Background: an optimization exercise with open tools, aiming at small area, a short achievable clock period and few clock cycles. Do not read the settings as production practice. Function was checked by simulation only, so behaviour that the tests miss may differ from the original. Power is estimated from default activity; no workload was simulated.

===== flow/design.v =====
module lc_fpu (
    input  wire        clk,
    input  wire        rst,
    input  wire        start,
    input  wire [3:0]  op,
    input  wire [31:0] a,
    input  wire [31:0] b,
    output reg         done,
    output reg  [31:0] result,
    output reg         flag
);
    localparam OP_FADD = 4'h0, OP_FSUB = 4'h1, OP_FMUL = 4'h2, OP_FDIV = 4'h3,
               OP_FABS = 4'h4, OP_ITOF = 4'h5, OP_FTOI = 4'h6,
               OP_FEQ  = 4'hB, OP_FLT  = 4'hC, OP_FLE  = 4'hD;
    localparam [31:0] QNAN = 32'h7FC0_0000;
    localparam S_IDLE = 2'd0, S_CALC = 2'd1, S_DIV = 2'd2, S_DIVR = 2'd3;
    reg [1:0]  state;
    reg [3:0]  op_r;
    reg [31:0] a_r;
    reg [31:0] b_r;
    wire        sa = a_r[31];
    wire [7:0]  ea = a_r[30:23];
    wire [22:0] fa = a_r[22:0];
    wire        sb_raw = b_r[31];
    wire [7:0]  eb = b_r[30:23];
    wire [22:0] fb = b_r[22:0];
    wire a_nan  = (ea == 8'hFF) && (fa != 23'd0);
    wire b_nan  = (eb == 8'hFF) && (fb != 23'd0);
    wire a_inf  = (ea == 8'hFF) && (fa == 23'd0);
    wire b_inf  = (eb == 8'hFF) && (fb == 23'd0);
    wire a_zero = (ea == 8'h00);           
    wire b_zero = (eb == 8'h00);
    wire [23:0] ma = {1'b1, fa};
    wire [23:0] mb = {1'b1, fb};
    function [31:0] round_pack(input s, input signed [11:0] e, input [23:0] m,
                               input g, input st);
        reg [24:0] mr;
        reg signed [11:0] er;
        begin
            mr = {1'b0, m} + ((g && (st || m[0])) ? 25'd1 : 25'd0);
            er = e;
            if (mr[24]) begin
                mr = mr >> 1;
                er = er + 12'sd1;
            end
            if (er >= 12'sd255)
                round_pack = {s, 8'hFF, 23'd0};
            else if (er <= 12'sd0)
                round_pack = {s, 31'd0};
            else
                round_pack = {s, er[7:0], mr[22:0]};
        end
    endfunction
    wire        sb = (op_r == OP_FSUB) ? ~sb_raw : sb_raw;
    wire        a_big   = {ea, fa} >= {eb, fb};
    wire        s_big   = a_big ? sa : sb;
    wire        s_small = a_big ? sb : sa;
    wire [7:0]  e_big   = a_big ? ea : eb;
    wire [7:0]  e_small = a_big ? eb : ea;
    wire [23:0] m_big   = a_big ? ma : mb;
    wire [23:0] m_small = a_big ? mb : ma;
    wire [7:0]  ediff   = e_big - e_small;
    reg  [26:0] small_sh;
    integer k;
    always @(*) begin
        small_sh = {m_small, 3'b000};
        if (ediff >= 8'd27) begin
            small_sh = {26'd0, 1'b1};
        end else begin
            for (k = 0; k < 27; k = k + 1)
                if (k < ediff)
                    small_sh = {1'b0, small_sh[26:2], small_sh[1] | small_sh[0]};
        end
    end
    wire        eff_sub = s_big ^ s_small;
    wire [27:0] sum = eff_sub ? {1'b0, m_big, 3'b000} - {1'b0, small_sh}
                              : {1'b0, m_big, 3'b000} + {1'b0, small_sh};
    reg [4:0] lz;
    integer j;
    always @(*) begin
        lz = 5'd27;
        for (j = 0; j < 27; j = j + 1)
            if (sum[j]) lz = 5'd26 - j[4:0];
    end
    reg [31:0] add_res;
    reg [26:0] norm;
    reg signed [11:0] add_e;
    always @(*) begin
        norm  = 27'd0;
        add_e = 12'sd0;
        if (a_nan || b_nan || (a_inf && b_inf && (sa != sb)))
            add_res = QNAN;
        else if (a_inf)
            add_res = {sa, 8'hFF, 23'd0};
        else if (b_inf)
            add_res = {sb, 8'hFF, 23'd0};
        else if (a_zero && b_zero)
            add_res = {sa & sb, 31'd0};
        else if (b_zero)
            add_res = {sa, ea, fa};
        else if (a_zero)
            add_res = {sb, eb, fb};
        else if (sum == 28'd0)
            add_res = 32'd0;
        else begin
            if (sum[27]) begin
                norm  = {sum[27:2], sum[1] | sum[0]};
                add_e = {4'd0, e_big} + 12'sd1;
            end else begin
                norm  = sum[26:0] << lz;
                add_e = {4'd0, e_big} - {7'd0, lz};
            end
            add_res = round_pack(s_big, add_e, norm[26:3], norm[2], norm[1] | norm[0]);
        end
    end
    wire [47:0] prod = ma * mb;
    wire        s_mul = sa ^ sb_raw;
    reg  [31:0] mul_res;
    always @(*) begin
        if (a_nan || b_nan || (a_inf && b_zero) || (a_zero && b_inf))
            mul_res = QNAN;
        else if (a_inf || b_inf)
            mul_res = {s_mul, 8'hFF, 23'd0};
        else if (a_zero || b_zero)
            mul_res = {s_mul, 31'd0};
        else if (prod[47])
            mul_res = round_pack(s_mul, $signed({4'd0, ea}) + $signed({4'd0, eb}) - 12'sd126,
                                 prod[47:24], prod[23], |prod[22:0]);
        else
            mul_res = round_pack(s_mul, $signed({4'd0, ea}) + $signed({4'd0, eb}) - 12'sd127,
                                 prod[46:23], prod[22], |prod[21:0]);
    end
    reg [24:0] dv_rem;
    reg [25:0] dv_q;
    reg [4:0]  dv_cnt;
    wire       dv_ge = dv_rem >= {1'b0, mb};
    wire [31:0] div_special =
        (a_nan || b_nan || (a_inf && b_inf) || (a_zero && b_zero)) ? QNAN :
        (a_inf || b_zero) ? {s_mul, 8'hFF, 23'd0} :
        {s_mul, 31'd0};
    wire div_is_special = a_nan || b_nan || a_inf || b_inf || a_zero || b_zero;
    wire [31:0] div_res = dv_q[25]
        ? round_pack(s_mul, $signed({4'd0, ea}) - $signed({4'd0, eb}) + 12'sd127,
                     dv_q[25:2], dv_q[1], dv_q[0] | (dv_rem != 25'd0))
        : round_pack(s_mul, $signed({4'd0, ea}) - $signed({4'd0, eb}) + 12'sd126,
                     dv_q[24:1], dv_q[0], dv_rem != 25'd0);
    wire [31:0] ia  = a_r;
    wire [31:0] imag = ia[31] ? -ia : ia;
    reg  [4:0]  ilz;
    integer n;
    always @(*) begin
        ilz = 5'd0;
        for (n = 0; n < 32; n = n + 1)
            if (imag[n]) ilz = 5'd31 - n[4:0];
    end
    wire [31:0] inorm = imag << ilz;
    wire [31:0] itof_res = (ia == 32'd0) ? 32'd0 :
        round_pack(ia[31], 12'sd158 - {7'd0, ilz}, inorm[31:8], inorm[7], |inorm[6:0]);
    wire [7:0]  ftoi_sh = ea - 8'd127;             
    wire [54:0] ftoi_big = {31'd0, ma} << ftoi_sh[4:0];
    wire [31:0] ftoi_mag = ftoi_big[54:23];
    wire [31:0] ftoi_res =
        a_nan ? 32'd0 :
        (a_inf || ea >= 8'd158) ? (sa ? 32'h8000_0000 : 32'h7FFF_FFFF) :
        (ea < 8'd127) ? 32'd0 :
        (sa ? -ftoi_mag : ftoi_mag);
    wire [31:0] fabs_res = a_nan ? QNAN : a_zero ? 32'd0 : {1'b0, ea, fa};
    wire [31:0] ka = a_zero ? 32'd0 : (sa ? -{1'b0, ea, fa} : {1'b0, ea, fa});
    wire [31:0] kb = b_zero ? 32'd0 : (sb_raw ? -{1'b0, eb, fb} : {1'b0, eb, fb});
    wire        unord = a_nan || b_nan;
    wire        c_eq = !unord && (ka == kb);
    wire        c_lt = !unord && ($signed(ka) < $signed(kb));
    always @(posedge clk) begin
        if (rst) begin
            state  <= S_IDLE;
            done   <= 1'b0;
            result <= 32'd0;
            flag   <= 1'b0;
            op_r   <= 4'd0;
            a_r    <= 32'd0;
            b_r    <= 32'd0;
        end else begin
            done <= 1'b0;
            case (state)
                S_IDLE: begin
                    if (start) begin
                        op_r  <= op;
                        a_r   <= a;
                        b_r   <= b;
                        state <= S_CALC;
                    end
                end
                S_CALC: begin
                    state <= S_IDLE;
                    done  <= 1'b1;
                    flag  <= 1'b0;
                    case (op_r)
                        OP_FADD, OP_FSUB: result <= add_res;
                        OP_FMUL: result <= mul_res;
                        OP_FABS: result <= fabs_res;
                        OP_ITOF: result <= itof_res;
                        OP_FTOI: result <= ftoi_res;
                        OP_FEQ: begin result <= 32'd0; flag <= c_eq; end
                        OP_FLT: begin result <= 32'd0; flag <= c_lt; end
                        OP_FLE: begin result <= 32'd0; flag <= c_lt || c_eq; end
                        OP_FDIV: begin
                            if (div_is_special) begin
                                result <= div_special;
                            end else begin
                                dv_rem <= {1'b0, ma};
                                dv_q   <= 26'd0;
                                dv_cnt <= 5'd26;
                                done   <= 1'b0;
                                state  <= S_DIV;
                            end
                        end
                        default: result <= 32'd0;
                    endcase
                end
                S_DIV: begin
                    dv_q   <= {dv_q[24:0], dv_ge};
                    dv_rem <= (dv_ge ? dv_rem - {1'b0, mb} : dv_rem) << 1;
                    dv_cnt <= dv_cnt - 5'd1;
                    if (dv_cnt == 5'd1)
                        state <= S_DIVR;
                end
                S_DIVR: begin
                    result <= div_res;
                    done   <= 1'b1;
                    state  <= S_IDLE;
                end
                default: state <= S_IDLE;
            endcase
        end
    end
endmodule

===== flow/run.sh =====
#!/bin/bash
# synth_recipe.tcl (not shown) runs the flow's synth.tcl, then flattens the netlist and writes it again
# the make line also repeats each setting of config.mk as NAME=value (left out here)
make -C /OpenROAD-flow-scripts/flow DESIGN_CONFIG=/design/flow/config.mk WORK_HOME=/design/flow/orfs CLKGATE_MAP_FILE= SYNTH_SCRIPT=/design/flow/synth_recipe.tcl finish

===== flow/config.mk =====
export PLATFORM = sky130hd
export DESIGN_NAME = lc_fpu
export DESIGN_NICKNAME = lc_fpu
export VERILOG_FILES = /design/flow/design.v
export SDC_FILE = /design/flow/constraint.sdc
export NUM_CORES = 4
export LEC_CHECK = 0
export CAP_MARGIN = 20
export CORE_MARGIN = 2
export CORE_UTILIZATION = 40
export SLEW_MARGIN = 20

===== flow/constraint.sdc =====
create_clock -name core_clock -period 20.0 [get_ports {clk}]
set_input_delay 4.0000 -clock core_clock [delete_from_list [all_inputs] [get_ports {clk}]]
set_output_delay 4.0000 -clock core_clock [all_outputs]
set_load 0.01 [all_outputs]

==> run notes <==
## stage by stage
step                utilization (%)  std cells  power, mW
global placement               42.3       8873       5.55
CTS                            42.7       8905       5.90
global route                   42.7       8905       6.43
floorplan                         -       7324       3.86
detailed placement             42.3       8873       5.52
finish                         42.7       8908       6.09
## flip-flops by register name, indices dropped and copies added, names as in the netlist, named ones only
register / cells
done: 1
dv_rem: 25
state: 1
dv_q: 26
a_r: 32
b_r: 32
result: 32
dv_cnt: 5
op_r: 4
flag: 1
## power by group through the flow
stage	logic (mW)	registers (mW)	clock network, mW
after floorplan	3.46	0.402	0
after global routing	5.64	0.414	0.368
after detailed placement	5.10	0.417	0
after global placement	5.14	0.417	0
after CTS	5.13	0.410	0.360
final	5.32	0.414	0.356
## critical path, delay by kind of cell, from the launching register on
kind	cells	cell delay (ns)
AO/OA/AOI/OAI	37	7.50
flip-flops	1	0.32
adder cells (fa/ha/maj)	5	1.78
multiplexers	3	0.47
AND/OR/NAND/NOR	25	6.58
XOR/XNOR	2	0.32
buffers and inverters	6	1.23
## cell usage after synthesis, types with 18 or more instances
| cell type | count | area (µm²) |
|---|---|---|
| sky130_fd_sc_hd__and3_1 | 64 | 400 |
| sky130_fd_sc_hd__dfxtp_1 | 104 | 2080 |
| sky130_fd_sc_hd__a21boi_0 | 19 | 143 |
| sky130_fd_sc_hd__inv_1 | 619 | 2320 |
| sky130_fd_sc_hd__clkbuf_1 | 374 | 1400 |
| sky130_fd_sc_hd__a211oi_1 | 69 | 518 |
| sky130_fd_sc_hd__nand3_1 | 209 | 1050 |
| sky130_fd_sc_hd__buf_2 | 31 | 155 |
| sky130_fd_sc_hd__a21o_1 | 110 | 826 |
| sky130_fd_sc_hd__xnor2_1 | 209 | 1830 |
| sky130_fd_sc_hd__o21a_1 | 36 | 270 |
| sky130_fd_sc_hd__nor4_1 | 52 | 325 |
| sky130_fd_sc_hd__a22oi_1 | 44 | 330 |
| sky130_fd_sc_hd__and2_1 | 250 | 1560 |
| sky130_fd_sc_hd__o21ai_1 | 28 | 140 |
| sky130_fd_sc_hd__xor2_1 | 138 | 1210 |
| sky130_fd_sc_hd__nand2b_1 | 66 | 413 |
| sky130_fd_sc_hd__nand3b_1 | 20 | 150 |
| sky130_fd_sc_hd__nor2b_1 | 64 | 400 |
| sky130_fd_sc_hd__nor2_1 | 624 | 2340 |
| sky130_fd_sc_hd__nand4_1 | 80 | 500 |
| sky130_fd_sc_hd__or4_1 | 22 | 165 |
| sky130_fd_sc_hd__a211o_1 | 18 | 158 |
| sky130_fd_sc_hd__a31oi_1 | 82 | 513 |
| sky130_fd_sc_hd__a21oi_1 | 540 | 2700 |
| sky130_fd_sc_hd__mux2i_1 | 132 | 1320 |
| sky130_fd_sc_hd__fa_1 | 487 | 9750 |
| sky130_fd_sc_hd__ha_1 | 378 | 4730 |
| sky130_fd_sc_hd__o31ai_1 | 53 | 398 |
| sky130_fd_sc_hd__mux2_2 | 25 | 282 |
| sky130_fd_sc_hd__a221oi_1 | 38 | 333 |
| sky130_fd_sc_hd__a2111oi_0 | 22 | 193 |
| sky130_fd_sc_hd__nor3_1 | 147 | 736 |
| sky130_fd_sc_hd__o21bai_1 | 28 | 210 |
| sky130_fd_sc_hd__o21ai_0 | 396 | 1980 |
| sky130_fd_sc_hd__buf_1 | 53 | 199 |
| sky130_fd_sc_hd__edfxtp_1 | 56 | 1680 |
| sky130_fd_sc_hd__or3_1 | 52 | 325 |
| sky130_fd_sc_hd__or2_2 | 25 | 156 |
| sky130_fd_sc_hd__o211ai_1 | 59 | 443 |
| sky130_fd_sc_hd__o221ai_1 | 18 | 158 |
| sky130_fd_sc_hd__nand2_1 | 1027 | 3850 |
| sky130_fd_sc_hd__o22ai_1 | 75 | 469 |
## logic make-up after synthesis
| family | synth area share, % |
|---|---|
| XOR/XNOR | 5.74 |
| flip-flops | 7.11 |
| buffers and inverters | 8.21 |
| multiplexers | 3.82 |
| AND/OR/NAND/NOR | 25.0 |
| AO/OA/AOI/OAI | 22.7 |
| adder cells (fa/ha/maj) | 27.4 |
## layout make-up
cell class / count / area (µm²) / share of cell area [%]
diodes: 3 / 7.51 / 0.0134
clock buffers: 20 / 468 / 0.833
clock inverters: 12 / 97.6 / 0.174
inverters: 633 / 2380 / 4.23
multi-input cells: 6050 / 44900 / 80.0
flip-flops and latches: 160 / 3790 / 6.75
well taps: 1755 / 2200 / 3.91
repair buffers: 275 / 2320 / 4.13
## routing by layer
metal  vias to the layer above  share of wire, %
met1                     27924                40
met2                      3422                43
li1                      25015                 -
met3                       749                11
met4                         8               6.3
met5                         -             0.020
## worst paths after layout
kind	startpoint	endpoint	cells after the start
min	flip-flop	flip-flop	2
min reg2reg	flip-flop	flip-flop	2
max	b_r[21]$_SDFFE_PP0P_	result[19]$_SDFFE_PP0P_	78
max reg2reg	b_r[21]$_SDFFE_PP0P_	result[19]$_SDFFE_PP0P_	78
==> impl.org <==
** Global routing
- Number of global-route vias before repair :: 54.4k
- Global-route track usage on met1 :: 46.7%
- The first global-routing pass estimated 362 mm of wire.
- The number of antenna violations at the first check in global routing was 14.
- Met2 routing resource usage after global routing :: 53.9%
- GRT met3 Usage :: 7.99%
- Pin count of the biggest net entering global routing :: 83
- Global routing used 35.4% of the available tracks across all layers.
- The total overflow left after global routing is 0.
- met2 is the most crowded layer.

** Place
- Sum of net half-perimeters after detailed placement :: 189 mm
- Port-buffer cells :: 104
- Standard cell area after detailed placement :: 55600 µm²
- The congestion estimate from routability-driven global placement came to 1.10.
- OpenSTA, run right after detailed placement, puts the worst setup slack at 2.29 ns.

** Pwr
- Power density of the placed cells :: 108 nW/µm²
- Switching part of the total power :: 63.7%
- Net Switching :: 3.88 mW
- Clock network fraction of design power :: 5.8%
- The worst-case IR drop observed on VDD is 0.0000787 V.
- Cell leakage power :: 24.3 nW
- Logic gate share of total power :: 87.4%
- In this run, flip-flops and latches consume 6.8% of the power.
- Internal :: 2.21 mW

** STA
- Setup TNS Final :: 0 ns
- Worst path setup slack after routing :: 1.69 ns
- For the finished layout, the period the worst path requires is 18.31 ns.
- Maximum clock skew at final layout :: 0.0267 ns
- Based on the critical path, the design can be clocked at up to 0.0546 GHz.
- Final hold analysis gives a worst-case slack of 0.503 ns.
- At the pin with the least slew margin, the transition time is 1.25 ns.
- Tightest slew margin relative to the limit :: 14.4%
- Period utilisation layout :: 91.6%
- The number of endpoints with negative hold slack in the final report came to 0.
- Setup violations remaining at the end of the flow were counted as 0.
- Setup repair after global routing missed its margin :: false
- Final Max Tran Viols :: 0

** Logic synthesis
- Share of flip-flops with an asynchronous set or reset after synthesis :: 0%
- Count of flip-flops with a built-in enable after synthesis :: 56
- After synthesis the netlist holds a flip-flop and latch count of 160.
- Post-Synthesis Net Count :: 8260
- Unique masters post-synth :: 131
- Most frequently used flop master after synthesis :: sky130_fd_sc_hd__dfxtp_1
- The average instance in the mapped netlist occupies 7.22 µm².
- Combined area of all synthesized cells :: 52900 µm²
- The share of the Yosys chip area taken by registers is 7.11%.
- Synthesized instance count :: 7324
- Yosys warns :: 1

** CTS
- Number of buffers on the longest clock path :: 2
- Hold repair after CTS inserted 0 buffers.
- CTS root buffer :: sky130_fd_sc_hd__clkbuf_16
- CTS H-tree depth :: 4
- TritonCTS built the clock tree.
- Post-CTS timing repair inserted 0 buffers for setup.
- Clock Latency Late Sink :: 0.55 ns
- CTS saw 160 sinks.
- Count of cells resized by post-cts repair :: 0
- Num CTS Buffers :: 17
- After clock tree synthesis, the clock-pin slew on the worst setup and hold paths is 0.07 ns.

** Routing
- In the routed design, unresolved DRC markers number 0.
- After the first detailed-routing iteration, the DRC count stood at 7894.
- In the routed layout, each cell is associated on average with a via count of 6.41.
- Dividing the detail-routed wire length by the instance count gives 27.6 µm.
- Vias after detailed routing :: 57.1k
- Before antenna repair, the detailed router went through 8 iterations.
- In this run the remaining antenna-violating nets after routing total 0.
- Wires add up to 246 mm.

** Die
- Area of the core :: 131000 µm²
- Die area :: 135000 µm²
- After floorplanning, the core was divided into 133 placement rows.
- Overall die width :: 368 µm
- Height of the die :: 368 µm
- Effective utilization at floorplan :: 40.3%
- Number of top-level pins :: 105

** Layout
- In the final design database the tool counted 8073 nets.
- In the final layout, the share of cells above drive strength 1 is 5.58%.
- Most frequent standard cell in the layout excluding fill and tap cells :: sky130_fd_sc_hd__nand2_1
- From synthesis to final layout, the design area changed by 6.16%.
- Fill cells in the final layout number 13.7k.
- Design Area, Final :: 56200 µm²
- Leaving out fill and tap cells, the most frequent cells in the layout are 1025 x sky130_fd_sc_hd__nand2_1, 622 x sky130_fd_sc_hd__nor2_1, 619 x sky130_fd_sc_hd__inv_1.

** Setup path
- Arr. time, crit path :: 18.75 ns
- The worst setup path is launched from a flip-flop.
- Most frequent cell on the critical path :: sky130_fd_sc_hd__a21oi_1
- The worst register-to-register path has a setup slack of 1.69 ns.
- The worst setup path is captured at a flip-flop.
- Crit-path max cell delay :: 0.70 ns
- Req. time, crit path :: 20.43 ns
- Critical Path Slowest Stage Cell :: sky130_fd_sc_hd__nor2_1
- In this run the worst path has a maximum fanout of 25.
- CP Class :: flip-flop to flip-flop

** Run status
- Status :: complete, no violations

** Hold path
- In this run the worst hold path is classified as flip-flop to flip-flop.

** Flow run
- Max-cap violation count :: 0
Testbench counts, summed over its fixed seeds: cycles 112,098.

static timing again, ports no longer ideal:
The results above use ideal ports. As a check the final layout listed here was re-extracted and re-timed, cells and wires unchanged. Step 1, drivers: a clkbuf_16 drives clk and a buf_2 each remaining input, both assumed. Step 2 moves the port delays by t, midway between the first and last clock arrival at a register: inputs arrive t later, outputs are due t later. That takes back most of the time a late clock gives input paths. Three values: no drivers, after step 1, after step 2; two values: the first two.
t (ns): 0.610
setup WS [ns]: 1.686 / 1.686 / 1.686
cell pins on the clock port's net: 1
After both steps this run still meets setup and hold. The setup slack of this run moves by 0.000 ns with the drivers and by 0.000 ns with both steps.
